This is an optimization exercise on Yosys and OpenROAD, whose aim is small area, a short achievable clock period and few clock cycles, not a production implementation.
Function was not checked in any run shown here: the RTL went through the layout flow alone.
Power figures rest on the tool's default switching activity, not on a simulated workload.

## flow/design.v (module list and top-level ports; edited modules follow where they fit)
// module red_reduce: 890 lines
module red_reduce (
    input  wire        clk,
    input  wire        rst,         
    input  wire        in_valid,
    output reg         in_ready,
    input  wire        in_first,    
    input  wire        in_last,     
    input  wire [7:0]  op,
    input  wire [23:0] p0,
    input  wire [23:0] p1,
    input  wire [23:0] a,
    input  wire        a_ok,
    input  wire [23:0] b,
    input  wire        b_ok,
    output reg         out_valid,
    output reg  [23:0] r0,
    output wire [23:0] r1,
    output reg         r_ok,
    output reg         nsat,
    output reg         asat
);
  // ...
==> flow/flow/run.sh <==
#!/bin/bash
# Standard layout, with repair_timing aiming for extra setup slack so that the
# achieved period shrinks, and port buffers of an ordinary buffer cell; the
# constraints (SDC, clock period) are the design's.
set -euo pipefail
bash standard.sh "BUFFER_PORTS_ARGS=-buffer_cell sky130_fd_sc_hd__buf_2" SETUP_SLACK_MARGIN=10 finish > orfs_make.log 2>&1
==> flow/standard.sh <==
#!/bin/bash
# synth_recipe.tcl (not shown) runs the flow's synth.tcl, then flattens the netlist and writes it again
# the make line also repeats each setting of config.mk as NAME=value (left out here)
make -C /OpenROAD-flow-scripts/flow DESIGN_CONFIG=/design/flow/config.mk WORK_HOME=/design/flow/orfs CLKGATE_MAP_FILE= SYNTH_SCRIPT=/design/flow/synth_recipe.tcl "${@:-finish}"
==> flow/config.mk <==
export PLATFORM = sky130hd
export DESIGN_NAME = red_reduce
export DESIGN_NICKNAME = red_reduce
export VERILOG_FILES = /design/flow/design.v
export SDC_FILE = /design/flow/constraint.sdc
export NUM_CORES = 4
export LEC_CHECK = 0
export CAP_MARGIN = 20
export CORE_MARGIN = 2
export CORE_UTILIZATION = 40
export SLEW_MARGIN = 20
==> flow/constraint.sdc <==
create_clock -name core_clock -period 14.0 [get_ports {clk}]
set_input_delay 2.8000 -clock core_clock [delete_from_list [all_inputs] [get_ports {clk}]]
set_output_delay 2.8000 -clock core_clock [all_outputs]
set_load 0.01 [all_outputs]
==> impl_metrics.ini, run 1 <==
[run_status]
status = no timing/DRC/antenna violations

[yosys]
synth-simple-area-share = 0.135
ys_warn_count = 1
async_flop_share = 0
syn_area_um2 = 41100
synth_seq_cells = 503
synth_edf_count = 179
synth-adder-area-share = 0.211
synth_top_family_by_area = adder cells
seq_area_frac_synth = 0.288

[setup_path]
rr_startpoint = f2$_DFF_P_
path_buf_inv = 2
reg2reg_depth = 15
worstPathRequired_ns = 14.61

[power_and_ir_drop]
power_density_nw_per_um2 = 172
p_sw_mw = 3.51
clockPowerShare = 0.190
p_total_mw = 8.11
combinationalPower_mw = 4.12
p_leak_nw = 19.4
pg_seq_mw = 2.45
top_power_group = combinational logic

[layout]
final_cells = 6127
multi_input_area_share = 0.580
regArea_um2 = 11900
antenna_cells = 0
numSequentialCells = 503
stdcell_area_um2 = 47200

[detailed_routing]
met3_length_um = 8670
drt-met1-wl_um = 53500
wl_met2_um = 58800
viasPerCell = 5.54

[timing]
fmax_mhz = 238
slew_violations = 0
worst_pin_slew_ns = 1.01
rsz0062_at_grt = yes

[clocking]
tritoncts = done
cts.sinks = 503
ctsResizeCount = 143
cts_setup_buffers = 46

[placement]
place_inst = 5914

[floorplanning]
die_w_um = 325
==> run 2: changes to the inputs <==
==> flow/flow/run.sh (replaced) <==
#!/bin/bash
# Standard layout, with repair_timing aiming for extra setup slack so that the
# achieved period shrinks, and port buffers of an ordinary buffer cell; the
# constraints (SDC, clock period) are the design's.
set -euo pipefail
bash standard.sh "BUFFER_PORTS_ARGS=-buffer_cell sky130_fd_sc_hd__buf_2" SETUP_SLACK_MARGIN=9.75 finish > orfs_make.log 2>&1
==> run 2 against run 1 <==
Combinational power down 4%. Register-to-register slack better by 0.03 ns. Synthesized cell count unchanged. Highest routed layer unchanged.
==> impl_metrics.ini, run 2 <==
[hold_path]
holdPathStages = 0
hold_class = reg -> reg

[yosys]
yosysUniqueCellTypes = 83
synth_edf_count = 179
yosys.area.top_type_share = 0.158
async_flop_share = 0
syn_area_um2 = 41100
synth_commonest_cells = nand2_1 (568), inv_1 (428), dfxtp_1 (324), o21ai_0 (295), fa_1 (279)
yosys.area.top_type = dfxtp_1
synthFlopType = dfxtp_1
synth_seq_cells = 503
seq_area_frac_synth = 0.288
netlist_instances = 4641
synth.area.top_cells = dfxtp_1 (16%), fa_1 (14%), edfxtp_1 (13%)
yosysMostFrequentCell = nand2_1
ys_warn_count = 1
syn_avg_cell_area_um2 = 8.86

[timing]
slew_violations = 0
rsz0062_at_grt = yes
final.setup.tns_ns = 0
relSlewSlack = 0.278
setup_viol = 0
finClkSkew_ns = 0.0394
fmax_mhz = 240
worst_pin_slew_ns = 1.08
hold_viol = 0
fin_crit_sh = 0.298
timing.final.crit_period_ns = 4.17

[grt]
grt.total_usage = 0.229
grt_pass1_wl_um = 192000
grt.overflow.total = 0
grt_pass1_vias = 33200
antenna_found_initial = 4
grt_max_degree = 90

[clocking]
clk_pin_slew_worst_paths_ns = 0.06
clock_latency_ns = 0.67
clock-root-buffer = clkbuf_16
cts_buffer_depth = 3
tritoncts = done
htree_num_levels = 2
cts_buffers = 57
cts.sinks = 503

[setup_path]
path_buf_inv = 5
cp_cell_sequence = clkbuf_8, nor2b_4, buf_6, a22oi_1, xor2_1, fa_1, inv_1, fa_1, inv_1, fa_1, fa_1, inv_1, fa_1
worstSetupPathType = reg -> reg
cp-start-kind = register
timing.critical_path.mode_cell = fa_1
crit_fanout = 33
worst-path-stages = 13
worstPathRequired_ns = 14.49
cp_top_family = adder cells
crit_slowest_cell = fa_1
reg2reg_depth = 13
setup.worst_path.end_class = register
arrival_ns = 4.66
max_stage_delay_ns = 0.56

[placement]
io_buffers = 118
dpl.hpwl_um = 87300
gp_congestion = 0.896
place_inst = 5913

[floorplanning]
rows = 117
io-pin-count = 164
initial_utilization = 0.404
core-area_um2 = 102000
die_area_um2 = 105000
fp.dieH_um = 325
die_w_um = 325

[detailed_routing]
drt_iter0_drc = 2972
wl_per_cell_um = 20.4
ant_nets = 0
route.detailed.drc = 0
num_vias = 33400
first_pass_iters = 6
viasPerCell = 5.51
routed_wl_um = 124000

[layout]
layout_common_cells = nand2_1 (566), inv_1 (425), dfxtp_1 (305)
top_register = acc
final_cells = 6061
mostFrequentLayoutCell = nand2_1
fin_nets = 5278
synthToLayoutAreaGrowth_pct = 11.4
largest_register_ffs = 58
largest_registers = acc x58, W x48
fillCellCount = 9859
drive_gt1_frac = 0.105

[job]
cap_violations = 0

[power_and_ir_drop]
ir_worst_vdd_mv = 0.115
p_leak_nw = 18.9
power_density_nw_per_um2 = 174

[run_status]
status = no timing/DRC/antenna violations
[run 2: changes by cell type in the layout (fill, tap and decap cells not counted), sizes merged, moves of 3 or more]
cell and delta:
buf -58, bufbuf -4, clkbuf +6, clkinv -3, clkinvlp -5, diode +3
inv -3
[run 2: logic make-up after synthesis]
family | share of synthesized area
and+or+nand+nor | 0.135
AOI/OAI and AO/OA | 0.174
buffers and inverters | 0.0699
adders and majority gates | 0.211
DFF | 0.288
xor gates and xnor gates | 0.104
muxes | 0.0180
other | 0.0000912
[run 2: metal layers]
| layer | global-route usage | part of all wire | vias up |
|---|---|---|---|
| met1 | 0.299 | 0.43 | 16000 |
| met4 | 0.0918 | 0.041 | 2 |
| met5 | 0 | 0.00011 | - |
| met3 | 0.0355 | 0.069 | 269 |
| li1 | - | - | 15800 |
| met2 | 0.380 | 0.46 | 1249 |
[run 2: metrics by stage]
stage               power (mW)  hold WS (ns)  setup WS (ns)   util  cell area [um2]
floorplan                 5.15         0.309           9.76      -            41200
global placement          6.19         0.310           8.75  0.422            43000
detailed placement        6.24         0.312           8.79  0.422            43000
CTS                       7.87         0.324           9.68  0.444            45300
global route              8.53         0.334           9.70  0.449            45800
finish                    7.96         0.326           9.83  0.449            45800
[run 2: layout make-up]
cell class	instances	area, um2	area share
antenna	3	7.51	0.000164
sequential	503	11900	0.260
timing repair buffer	239	1640	0.0358
clock buffer	81	1730	0.0377
inverter	428	1610	0.0352
multi-input combinational	3413	26900	0.589
tap	1368	1710	0.0374
clock inverter	26	244	0.00533
[run 2: power by group]
part,total (mW),internal (mW),switching [mW]
Combinational,3.95,1.63,2.32
Clock,1.56,0.915,0.644
Sequential,2.45,1.99,0.465
Total,7.96,4.53,3.43
[run 2: path summary, 6_finish.rpt]
path	from	endpoint	slack, ns
min reg2reg	u1$_DFF_P_	u2$_DFF_P_	0.33
max	bo1[3]$_SDFF_PN0_	ps[24]$_DFF_P_	9.83
min	u1$_DFF_P_	u2$_DFF_P_	0.33
max reg2reg	bo1[3]$_SDFF_PN0_	ps[24]$_DFF_P_	9.83
[run 2: what timing repair did]
action / 4_1_cts / 5_1_grt
resized for setup: 45 / 80
pin swaps: 4 / 17
hold buffers: 0 / 0
setup endpoints to repair: 138 / 100
cloned: 2 / 3
setup buffers: 14 / 19

[port drivers added, routing unchanged]
The results above use ideal ports. As a check the final layouts listed here were re-extracted and re-timed, cells and wires unchanged. Step 1 sets driving cells, clkbuf_16 on the clock port and buf_2 on the other inputs (assumed; they add their load-dependent delay and slew). Step 2 moves the port delays by t, midway between the first and last clock arrival at a register: inputs arrive t later, outputs are due t later. That takes back most of the time a late clock gives input paths. Slacks: ideal / step 1 / step 2; pairs: ideal / step 1.
| run | t, ns | setup WS [ns] | clock arrival spread, ns |
|---|---|---|---|
| run 1 | 0.720 | 9.805 / 9.805 / 9.441 | 0.053 / 0.053 |
| run 2 | 0.711 | 9.832 / 9.832 / 9.219 | 0.041 / 0.042 |
After both steps every run listed still meets setup and hold. The setup slack of run 2, which loses most, moves by 0.000 ns with the drivers and by -0.613 ns with both steps.
